This is an optimization exercise on Yosys and OpenROAD, whose aim is small area and a short achievable clock period, not a production implementation.
RTL that was checked went through simulation tests only; none was proved equivalent to the original.
Only the layout flow was run in run 1; the RTL was not checked for function there.
No activity file was given, so power comes from the tool's default toggle rates.

==> flow/design.v (outline; a module is shown in full before it is edited, if it fits) <==
// module hb1dec: 839 lines
// module hb1dec_fa: 4 lines
// module hb1dec_ha: 4 lines
// module hb1dec_han: 4 lines
module hb1dec (
    input  wire        clk,
    input  wire        rst,         
    input  wire        in_valid,
    input  wire [31:0] in_data,
    output reg         out_valid,
    output reg  [31:0] out_data
);
  // ...
==> flow/flow/run.sh <==
#!/bin/bash
# The standard layout (the standard.sh), with the port buffers made of
# buf_2 cells instead of the cell buffer_ports picks by default, and clock
# tree synthesis without dummy loads.
set -euo pipefail
export BUFFER_PORTS_ARGS="-buffer_cell sky130_fd_sc_hd__buf_2"
export CTS_ARGS="-sink_clustering_enable -repair_clock_nets -sink_clustering_size 24 -sink_clustering_max_diameter 100 -dont_use_dummy_load"
bash standard.sh > standard.log 2>&1
==> flow/standard.sh <==
#!/bin/bash
# synth_recipe.tcl (not shown) runs the flow's synth.tcl, then flattens the netlist and writes it again
# the make line also repeats each setting of config.mk as NAME=value (left out here)
make -C /OpenROAD-flow-scripts/flow DESIGN_CONFIG=/design/flow/config.mk WORK_HOME=/design/flow/orfs CLKGATE_MAP_FILE= SYNTH_SCRIPT=/design/flow/synth_recipe.tcl "${@:-finish}"
==> flow/config.mk <==
export PLATFORM = sky130hd
export DESIGN_NAME = hb1dec
export DESIGN_NICKNAME = hb1dec
export VERILOG_FILES = /design/flow/design.v
export SDC_FILE = /design/flow/constraint.sdc
export NUM_CORES = 4
export LEC_CHECK = 0
export CAP_MARGIN = 20
export CORE_MARGIN = 2
export CORE_UTILIZATION = 60
export SLEW_MARGIN = 60
export SYNTH_HIERARCHICAL = 1
export SYNTH_MINIMUM_KEEP_SIZE = 0
==> flow/constraint.sdc <==
create_clock -name core_clock -period 18.0 [get_ports {clk}]
set_input_delay 3.6000 -clock core_clock [delete_from_list [all_inputs] [get_ports {clk}]]
set_output_delay 3.6000 -clock core_clock [all_outputs]
set_load 0.01 [all_outputs]
==> metrics.md, run 1 <==
| Metric | Value |
|---|---|
| Run status | `no timing/DRC/antenna violations` |
| Post-synth top cells | `fa_1 (519), edfxtp_1 (464), dfxtp_1 (300)` |
| ANT cells | `0` |
| Inverters excl. clock | `193` |
| CP Capture Point | `out_data[23]` |
| Yosys top cell by area | `edfxtp_1` |
| Grt peak-use layer | `met2` |
| Gpl congestion | `1.007` |
| CTS tree | `built` |
| Flop pwr share | `54.9%` |
| Fin worst setup slack | `13340 ps` |
| Placed cell count | `3205` |
| Synthesis-stage register bit count | `764` |
| Max_cap viols | `0` |
| RSZ-0062 raised after global routing | `no` |
| PostCTS Resize Cnt | `0` |
| Met1 wire length | `36640 um` |
| Non-clk bufs | `88` |
| LEAKAGE | `0.01291 uW` |
| RR Endpoint | `ry[22]$_DFF_P_` |
| Synth top area share | `37.79%` |
| Placed cell area | `38230 um2` |
| Worst-Skew Late Latency | `620 ps` |
| Max layer used | `met4` |
| CP Capture Type | `output port` |
==> inputs of run 2 (changes only) <==
--- a/flow/design.v
+++ b/flow/design.v
@@ -1,118 +1,88 @@
 module hb1dec (
     input  wire        clk,
     input  wire        rst,         
     input  wire        in_valid,
     input  wire [31:0] in_data,
     output reg         out_valid,
     output reg  [31:0] out_data
 );
+    reg        iv;
+    reg [15:0] dlo, dhi;
     reg [15:0] hreg;     
     reg        phase;    
     reg        a1;       
     reg        ea1;      
     reg        b1;       
     reg        nb1;      
     reg        c2, c3, c4;
     reg        c2k;      
     reg        nc2k;     
     reg        nnb;      
     reg  [9:0] vo;       
-    wire oacc = in_valid & phase;
-    wire eacc = in_valid & ~phase;
-    reg        ph1, ph2, ph3;            
-    reg        a1g1, a1g2, a1g3, ea1g1, ea1g2, ea1g3;
-    wire       og1 = in_valid & ph1,  eg1 = in_valid & ~ph1;
-    wire       og2 = in_valid & ~ph2, eg2 = in_valid & ph2;
-    wire       og3 = in_valid & ~ph3, eg3 = in_valid & ph3;
-    always @(posedge clk) begin
-        if (rst) begin
-            ph1 <= 1'b0; ph2 <= 1'b1; ph3 <= 1'b1;
-            a1g1 <= 1'b0; a1g2 <= 1'b0; a1g3 <= 1'b0;
-            ea1g1 <= 1'b0; ea1g2 <= 1'b0; ea1g3 <= 1'b0;
-        end else begin
-            ph1 <= ph1 ^ in_valid;
-            if (in_valid) ph2 <= ~ph2;
-            ph3 <= ph3 ^ in_valid;
-            a1g1 <= og1; a1g2 <= og2; a1g3 <= og3;
-            ea1g1 <= eg1; ea1g2 <= eg2; ea1g3 <= eg3;
-        end
-    end
+    wire oacc = iv & phase;
+    wire eacc = iv & ~phase;
     always @(posedge clk) begin
         c2k  <= b1;
         nc2k <= ~b1;
         nnb  <= nb1;
-        hreg <= in_data[31:16];
+        dlo  <= in_data[15:0];
+        dhi  <= in_data[31:16];
+        hreg <= dhi;
         if (rst) begin
+            iv <= 1'b0;
             phase <= 1'b0;
             a1 <= 1'b0; ea1 <= 1'b0; b1 <= 1'b0; nb1 <= 1'b1;
             c2 <= 1'b0; c3 <= 1'b0; c4 <= 1'b0;
             out_valid <= 1'b0;
             vo <= 10'd0;
         end else begin
-            if (in_valid) phase <= ~phase;
+            iv <= in_valid;
+            if (iv) phase <= ~phase;
             a1 <= oacc; ea1 <= eacc; b1 <= a1; nb1 <= ~a1;
             c2 <= b1; c3 <= c2; c4 <= c3;
             out_valid <= c4;
             if (oacc) vo <= {vo[8:0], 1'b1};
         end
     end
     reg [15:0] os0, os1, os2, os3, os4, os5, os6, os7, os8, os9, os10, os11, os12, os13, os14, os15, os16, os17, os18;
     always @(posedge clk)
         if (oacc | a1) begin
-            os0 <= a1 ? hreg : in_data[15:0];
+            os0 <= a1 ? hreg : dlo;
             os1 <= os0;
             os2 <= os1;
             os3 <= os2;
             os4 <= os3;
-        end
-    always @(posedge clk)
-        if (og1 | a1g1) begin
             os5 <= os4;
             os6 <= os5;
             os7 <= os6;
             os8 <= os7;
             os9 <= os8;
-        end
-    always @(posedge clk)
-        if (og2 | a1g2) begin
             os10 <= os9;
             os11 <= os10;
             os12 <= os11;
             os13 <= os12;
             os14 <= os13;
-        end
-    always @(posedge clk)
-        if (og3 | a1g3) begin
             os15 <= os14;
             os16 <= os15;
             os17 <= os16;
             os18 <= os17;
         end
     reg [15:0] es0, es1, es2, es3, es4, es5, es6, es7, es8, es9;
     always @(posedge clk)
         if (eacc | ea1) begin
-            es0 <= ea1 ? hreg : in_data[15:0];
+            es0 <= ea1 ? hreg : dlo;
             es1 <= es0;
             es2 <= es1;
-        end
-    always @(posedge clk)
-        if (eg1 | ea1g1) begin
             es3 <= es2;
             es4 <= es3;
             es5 <= es4;
-        end
-    always @(posedge clk)
-        if (eg2 | ea1g2) begin
             es6 <= es5;
             es7 <= es6;
-        end
-    always @(posedge clk)
-        if (eg3 | ea1g3) begin
             es8 <= es7;
             es9 <= es8;
         end
     wire [15:0] wan0 = ~(os0 & {16{vo[0]}});
     wire [15:0] wbn0 = ~(os18 & {16{vo[9]}});
     reg         pc0;
     reg  [16:0] pr0;
     reg  [1:0] pr0c;
==> flow/config.mk (replaced) <==
export PLATFORM = sky130hd
export DESIGN_NAME = hb1dec
export DESIGN_NICKNAME = hb1dec
export VERILOG_FILES = /design/flow/design.v
export SDC_FILE = /design/flow/constraint.sdc
export NUM_CORES = 4
export LEC_CHECK = 0
export CAP_MARGIN = 20
export CORE_MARGIN = 2
export CORE_UTILIZATION = 60
export SLEW_MARGIN = 20
export SYNTH_HIERARCHICAL = 1
export SYNTH_MINIMUM_KEEP_SIZE = 0
==> run 2 against run 1 <==
Cell count down 2.0%. Synthesized cell count down 3.0%. Core utilization down 0.41 points. Largest power group unchanged. Wire length down 4.6%. Final area down 0.81%.
==> metrics.md, run 2 <==
| Metric | Value |
|---|---|
| Synth-to-Final Area Change | `6.057%` |
| Combinational share of power | `12.3%` |
| Bufs on Longest Clock Path | `3` |
| Endpoints failing hold | `0` |
| Largest registers | `rx x34, u x34, ry x33` |
| GRT overflow | `0` |
| Ys async rst share | `0%` |
| Routed Wire Length | `86920 um` |
| Initial antenna violation count | `4` |
| Syn_area_per_cell | `15.76 um2` |
| Vias in the first global route | `19620` |
| Clock power share | `27.2%` |
| CP peak stage delay | `870 ps` |
| Final Cycle Share | `26.33%` |
| Height of the die | `251.5 um` |
| Die area | `63240 um2` |
| Net Sw Frac | `24.73%` |
| Number of synthesized flops with an enable pin | `464` |
| Critical Path Start Type | `flop` |
| Gpl congestion | `0.9980 (-0.85%)` |
| Crit-path max FO | `5` |
| Pwr Total | `3424 uW` |
| ANT cells | `0 (unchanged)` |
| LEAKAGE | `0.01262 uW (-2.2%)` |
| Area contributors post-synth | `edfxtp_1 (38%), fa_1 (28%), dfxtp_1 (18%)` |
| Worst-Skew Late Latency | `600 ps (-20 ps)` |
| Fin area | `38970 um2` |
| Most common cell after layout, fill and taps aside | `fa_1` |
| # IOs | `68` |
| Minimum clock period | `4739 ps` |
| Post-synth top cells | `fa_1 (519), edfxtp_1 (464), dfxtp_1 (324)` |
| H-tree levels | `2` |
| Critical path's slowest cell | `dfxtp_1` |
| Run status | `no timing/DRC/antenna violations` |
| Synthesized Nets | `2949` |
| CP Capture Type | `flop` |
| Initial Util | `60.77%` |
| Post-CTS Setup Bufs | `0` |
| RSZ-0062 raised after global routing | `no` |
| Flop pwr share | `60.5% (+5.6 points)` |
| F_max | `0.2110 GHz` |
| DR vias | `18410` |
| Hold buffer count at CTS | `0` |
| Die W | `251.5 um` |
| Synth top area share | `37.92% (+0.13 points)` |
| TritonCTS Buffers | `41` |
| Drt first pass iters | `6` |
| Initial drt markers | `1717` |
| PostCTS Resize Cnt | `0 (unchanged)` |
| Remaining DRCs | `0` |
| Max-slew violations | `0` |
| Yosys top cell by area | `edfxtp_1` |
| Largest net degree at the start of global routing | `215` |
| Sw Pwr | `846.9 uW` |
| Placed cell area | `37940 um2 (-0.76%)` |
| CTS clk-pin slew, worst paths | `90 ps` |
| Worst Path Buf+Inv | `0` |
| Synthesis-stage register bit count | `788 (+3.1%)` |
| CP most frequent cell | `fa_1` |
| Ratio of cells with drive above 1 in the final layout | `7.545%` |
| Seq/Total Area, Yosys | `55.57%` |
| Met2 Use GR | `45.19%` |
| First-pass GRT wire length | `127800 um` |
| Synthesized area | `36750 um2` |
| Synth unique cells | `71` |
| Nets | `3018` |
| Worst Max-Slew Pin Slew | `1097 ps` |
| Grt peak-use layer | `met2` |
| Synth Flop Type | `edfxtp_1` |
| PD cells | `87.87 nW/um2` |
| Sum Neg Setup Slack | `0 ps` |
| GR met1 Demand/Resource | `40.41%` |
| Critical path cell sequence | `fa_1 -> fa_1 -> fa_1 -> fa_1 -> fa_1 -> fa_1 -> fa_1 -> fa_1` |
| Relative slew slack | `26.87%` |
| Worst hold path class | `reg -> reg` |
| Most numerous cell in the Yosys netlist | `fa_1` |
| Max_cap viols | `0 (unchanged)` |
| Gr usage total | `28.56%` |
| Gate Count Post-Synth | `2332` |
| Vias/cell | `5.786` |
| Ys Warns | `7` |
| Final Setup Violations | `0` |
| Row count | `90` |
| Met3 usage | `4.746%` |
| Root buf cell | `clkbuf_16` |
| Power Internal | `2578 uW` |
| CTS tree | `built` |
| Final ANT Viol Nets | `0` |
| Worst path arrival time | `5180 ps` |
| Setup Skew | `69.82 ps` |
| I/O Buffers | `67` |
| Detailed-placement wirelength estimate | `67910 um` |
| Cell family with most CP delay | `adder cells` |
| Worst Path Required | `18440 ps` |
| Crit path kind | `reg -> reg` |
| Final hold slack | `309.8 ps` |
| Fill cells | `4285` |
| Clock sinks | `788` |
| Avg WL per Cell | `27.32 um` |
| Core Box Area | `60470 um2` |
| Most frequent cells in the layout | `fa_1 (519), edfxtp_1 (464), dfxtp_1 (324)` |
| VDD IR-drop max | `93.91 uV` |
run 2: changes by cell type in the layout (fill, tap and decap cells not counted), sizes merged, moves of 8 or more:
cell   delta
a21oi    -12
and3      -9
dfxtp    +24
inv      -13
nand3     -8
xor2     +10
run 2: power groups by stage:
stage / Clock (uW) / Sequential [uW] / Combinational [uW]
3_3_place_gp: 0 / 2110 / 413
2_1_floorplan: 0 / 2100 / 323
3_5_place_dp: 0 / 2110 / 418
5_1_grt: 1010 / 2080 / 465
4_1_cts: 958 / 2070 / 421
6_report: 931 / 2070 / 422
run 2: kinds of logic after synthesis:
logic type | share of synthesized area, %
flops | 55.57
fa+ha+maj | 30.42
simple gates | 5.485
buf+inv | 2.550
compound gates | 3.238
xor+xnor | 1.692
mux | 1.038
other cells | 0.01020
run 2: per-module statistics from Yosys (local to each module, per instance):
module	cells inside	cell area [um2]	flops+latches	times used
hb1dec_fa	1	20.02	0	516
hb1dec	1757	26030	788	1
hb1dec_ha	1	12.51	0	9
hb1dec_han	5	27.53	0	10
run 2: path summary, 6_finish.rpt:
path / from / end / slack [ps] / cells after the start
max: pr3[8]$_DFF_P_ / ry[18]$_DFF_P_ / 13260 / 8
min: dhi[3]$_DFF_P_ / hreg[3]$_DFF_P_ / 310 / 0
min reg2reg: dhi[3]$_DFF_P_ / hreg[3]$_DFF_P_ / 310 / 0
max reg2reg: pr3[8]$_DFF_P_ / ry[18]$_DFF_P_ / 13260 / 8
run 2: layer usage:
layer / vias to the layer above / routed length [um]
met5: - / 9
met4: 2 / 3842
li1: 7838 / -
met3: 141 / 5452
met1: 9797 / 36680
met2: 627 / 40930
run 2: metrics by stage:
stage	setup WS [ps]	util, %	cells
2_1_floorplan	9000	-	2332
3_3_place_gp	13280	62.74	3140
3_5_place_dp	13310	62.74	3140
4_1_cts	13270	64.44	3181
5_1_grt	13150	64.45	3181
6_report	13260	64.45	3181
run 2: area by class of cell:
type	count	area, um2	share of cell area, %
Clock buffer	41	1026	2.632
Sequential cell	788	20420	52.39
Multi-Input combinational cell	1308	15410	39.53
Tap cell	782	978.4	2.511
Timing Repair Buffer	82	467.9	1.201
Inverter	180	675.6	1.734
==> inputs of run 3 (changes only) <==
--- a/flow/config.mk
+++ b/flow/config.mk
@@ -9,5 +9,5 @@
 export CORE_MARGIN = 2
 export CORE_UTILIZATION = 60
-export SLEW_MARGIN = 20
+export SLEW_MARGIN = 60
 export SYNTH_HIERARCHICAL = 1
 export SYNTH_MINIMUM_KEEP_SIZE = 0
==> run 3 against run 2 <==
Still clean. Clock-buffer cell count did not move. Cell count rose by 0.22%. Fmax rose by 2.0%. Sequential share of layout area fell by 0.15 points. First-iteration DRC count rose by 13%. Die area did not move. Wire length rose by 0.15%. Core utilization rose by 0.40 points. Area after synthesis did not move. Critical path type is now reg -> out.
==> metrics.md, run 3 <==
| Metric | Value |
|---|---|
| GRT overflow | `0 (unchanged)` |
| Setup Skew | `65.59 ps (-4.232 ps)` |
| Placed cell area | `38170 um2 (+0.60%)` |
| Bufs on Longest Clock Path | `3 (unchanged)` |
| Routed Wire Length | `87040 um (+0.15%)` |
| TritonCTS Buffers | `41 (unchanged)` |
| Ratio of cells with drive above 1 in the final layout | `10.10% (+2.6 points)` |
| Crit path depth | `1 (-7)` |
| Syn_area_per_cell | `15.76 um2 (unchanged)` |
| CTS clk-pin slew, worst paths | `90 ps (about the same)` |
| Ys Warns | `7 (unchanged)` |
| Largest registers | `rx x34, u x34, ry x33` |
| Ys async rst share | `0% (unchanged)` |
| CP Capture Type | `output port` |
| Worst Path Buf+Inv | `1 (+1)` |
| Run status | `no timing/DRC/antenna violations` |
| Synthesized area | `36750 um2 (unchanged)` |
| Endpoints failing hold | `0 (unchanged)` |
| Synthesized Nets | `2949 (unchanged)` |
| Avg WL per Cell | `27.30 um (about the same)` |
| WHS Path Cells | `0 (unchanged)` |
| LEAKAGE | `0.01267 uW (+0.40%)` |
| Worst Max-Slew Pin Slew | `610.0 ps (-486.9 ps)` |
| Gate Count Post-Synth | `2332 (unchanged)` |
| Die W | `251.5 um (unchanged)` |
| Row count | `90 (unchanged)` |
| PD cells | `87.41 nW/um2 (-0.52%)` |
| FF-to-FF setup slack | `13420 ps (+160 ps)` |
| # IOs | `68 (unchanged)` |
| Most frequent cells in the layout | `fa_1 (519), edfxtp_1 (464), dfxtp_1 (270)` |
| PostCTS Resize Cnt | `0 (unchanged)` |
| Crit-path max FO | `1 (-4)` |
| Met1 wire length | `36070 um (-1.6%)` |
| Die area | `63240 um2 (unchanged)` |
| Fin area | `39220 um2 (+0.62%)` |
| Seq/Total Area, Yosys | `55.57% (unchanged)` |
| Worst hold path class | `reg -> reg` |
| Max-slew violations | `0 (unchanged)` |
| Synth unique cells | `71 (unchanged)` |
| F_max | `0.2153 GHz (+2.0%)` |
| Initial Util | `60.77% (unchanged)` |
| Relative slew slack | `59.28% (+32 points)` |
| Critical path's slowest cell | `dfxtp_1` |
| Number of synthesized flops with an enable pin | `464 (unchanged)` |
| Max layer used | `met4` |
| Worst path arrival time | `1040 ps (-4140 ps)` |
| Area contributors post-synth | `edfxtp_1 (38%), fa_1 (28%), dfxtp_1 (18%)` |
| Critical Path Start Type | `flop` |
| Most numerous cell in the Yosys netlist | `fa_1` |
| Post-synth top cells | `fa_1 (519), edfxtp_1 (464), dfxtp_1 (324)` |
| Initial drt markers | `1934 (+13%)` |
| VDD IR-drop max | `102.2 uV (+8.8%)` |
| Cell family with most CP delay | `flip-flops` |
| Placed cell count | `3146 (+0.19%)` |
| I/O Buffers | `67 (unchanged)` |
| RSZ-0062 raised after global routing | `no` |
| Most common cell after layout, fill and taps aside | `fa_1` |
| Final Cycle Share | `25.80% (-0.52 points)` |
| DR vias | `18370 (-0.17%)` |
| Critical path cell sequence | `buf_2` |
| Sum Neg Setup Slack | `0 ps (unchanged)` |
| Met3 wire len | `5727 um (+5.0%)` |
| Minimum clock period | `4645 ps (-94.40 ps)` |
| Root buf cell | `clkbuf_16` |
| Reg2Reg Depth | `8 (unchanged)` |
| Post-CTS Setup Bufs | `0 (unchanged)` |
| Vias/cell | `5.763 (-0.39%)` |
| Routed wl met2 | `41870 um (+2.3%)` |
| Fin cells | `3188 (+0.22%)` |
| Max_cap viols | `0 (unchanged)` |
| Hold buffer count at CTS | `0 (unchanged)` |
| Core Box Area | `60470 um2 (unchanged)` |
| Vias in the first global route | `19670 (+0.24%)` |
| Nets | `3025 (+0.23%)` |
| Crit path kind | `reg -> out` |
| ANT cells | `0 (unchanged)` |
| Gr usage total | `28.68% (+0.12 points)` |
| Final ANT Viol Nets | `0 (unchanged)` |
| H-tree levels | `2 (unchanged)` |
| Synth Flop Type | `edfxtp_1` |
| Height of the die | `251.5 um (unchanged)` |
| CTS tree | `built` |
| Final Setup Violations | `0 (unchanged)` |
| Initial antenna violation count | `3 (-1)` |
| Largest net degree at the start of global routing | `83 (-61%)` |
| Synth top area share | `37.92% (unchanged)` |
| Worst Path Required | `14400 ps (-4040 ps)` |
| Drt first pass iters | `5 (-1)` |
| Detailed-placement wirelength estimate | `68430 um (+0.76%)` |
| Synthesis-stage register bit count | `788 (unchanged)` |
| First-pass GRT wire length | `128400 um (+0.46%)` |
| CP peak stage delay | `340 ps (-530 ps)` |
| Remaining DRCs | `0 (unchanged)` |
| Synth-to-Final Area Change | `6.718%` |
| Worst-Skew Late Latency | `600 ps (about the same)` |
| Clock sinks | `788 (unchanged)` |
| Final hold slack | `315.5 ps (+5.747 ps)` |
| Gpl congestion | `0.9980 (unchanged)` |
| Yosys top cell by area | `edfxtp_1` |
[run 3: cell count changes in the layout (fill, tap and decap cells not counted), sizes merged]
cell / previous run / this run
buf: 82 / 89
[run 3: report_power, final]
part           leakage, uW  switching, uW  total [uW]  internal [uW]
registers          0.00690           66.8        2070           2000
clock network     0.000505            524         931            407
logic              0.00526            256         427            171
total               0.0127            847        3430           2580
[run 3: Yosys stat by module, one instance, submodules excluded]
module | copies in the design | cell area, um2
hb1dec_fa | 516 | 20.02
hb1dec | 1 | 26030
hb1dec_ha | 9 | 12.51
hb1dec_han | 10 | 27.53
[run 3: worst paths after layout]
| path | from | end |
|---|---|---|
| setup / recovery | out_valid$_SDFF_PP0_ | out_valid |
| hold / removal | dhi[5]$_DFF_P_ | hreg[5]$_DFF_P_ |
| setup reg to reg | pr2[12]$_DFF_P_ | ry[17]$_DFF_P_ |
| hold reg to reg | dhi[5]$_DFF_P_ | hreg[5]$_DFF_P_ |
[run 3: final cells by class]
class / instances / area, um2
Clock buffer: 41 / 1026
Fill cell: 4244 / 21250
Inverter: 180 / 675.6
Multi-Input combinational cell: 1308 / 15420
Sequential cell: 788 / 20490
Tap cell: 782 / 978.4
Timing Repair Buffer: 89 / 629.4
[run 3: worst reg2reg max path: cells and delay by family, from the launching register on]
kind | cells | cell delay (ps)
flops | 1 | 610
fa+ha+maj | 8 | 3820
[run 3: per-layer routing]
layer / vias to the layer above / GRT usage [%]
li1: 7849 / -
met2: 633 / 46.16
met4: 0 / 10.07
met5: - / 0
met3: 124 / 4.859
met1: 9768 / 40.28
[run 3: per-stage QoR]
step	utilization, %	power, uW	worst slack (ps)
2_1_floorplan	-	2418	9000
3_3_place_gp	62.74	2522	13280
3_5_place_dp	63.12	2535	13390
4_1_cts	64.81	3453	13310
5_1_grt	64.85	3568	13300
6_report	64.85	3428	13360
[run 3: cell families (layout without fill, tap and decap cells)]
group                      Yosys count  after routing  share of synthesized area, %
other                                1              1                       0.01020
AOI/OAI and AO/OA                  179            179                         3.238
muxes                               34             34                         1.038
xor gates and xnor gates            71             71                         1.692
and+or+nand+nor                    441            441                         5.485
buffers and inverters              236            310                         2.550
adders and majority gates          582            582                         30.42
DFF                                788            788                         55.57

-- afterwards: timing with drivers on the ports --
The flow's constraints put no driver on any port. The routed layouts listed below were extracted and timed again, unchanged, in two steps.
Step 1 (the two cells are an assumption about what drives the block):
set clk [get_ports {clk}]
set_driving_cell -lib_cell sky130_fd_sc_hd__clkbuf_16 $clk
set_driving_cell -lib_cell sky130_fd_sc_hd__buf_2 [delete_from_list [all_inputs] $clk]
Step 2, shift: input delay + t, output delay - t, t = (earliest + latest rising clock arrival at the registers) / 2. This alone moves slack from input paths to output paths.
a / b / c = ideal / step 1 / step 2; a / b = the first two.
| run | t (ns) | setup slack, ns | worst setup path after step 2 | clock arrival spread, ns | cell pins on the clock port's net |
|---|---|---|---|---|---|
| run 1 | 0.645 | 13.338 / 13.274 / 12.757 | input to register | 0.076 / 0.077 | 1 |
| run 2 | 0.628 | 13.261 / 13.261 / 13.261 | register to register | 0.070 / 0.070 | 1 |
| run 3 | 0.631 | 13.355 / 13.290 / 13.422 | register to register | 0.066 / 0.065 | 1 |
After both steps every run listed still meets setup and hold. The setup slack of run 1, which loses most, moves by -0.064 ns with the drivers and by -0.581 ns with both steps.
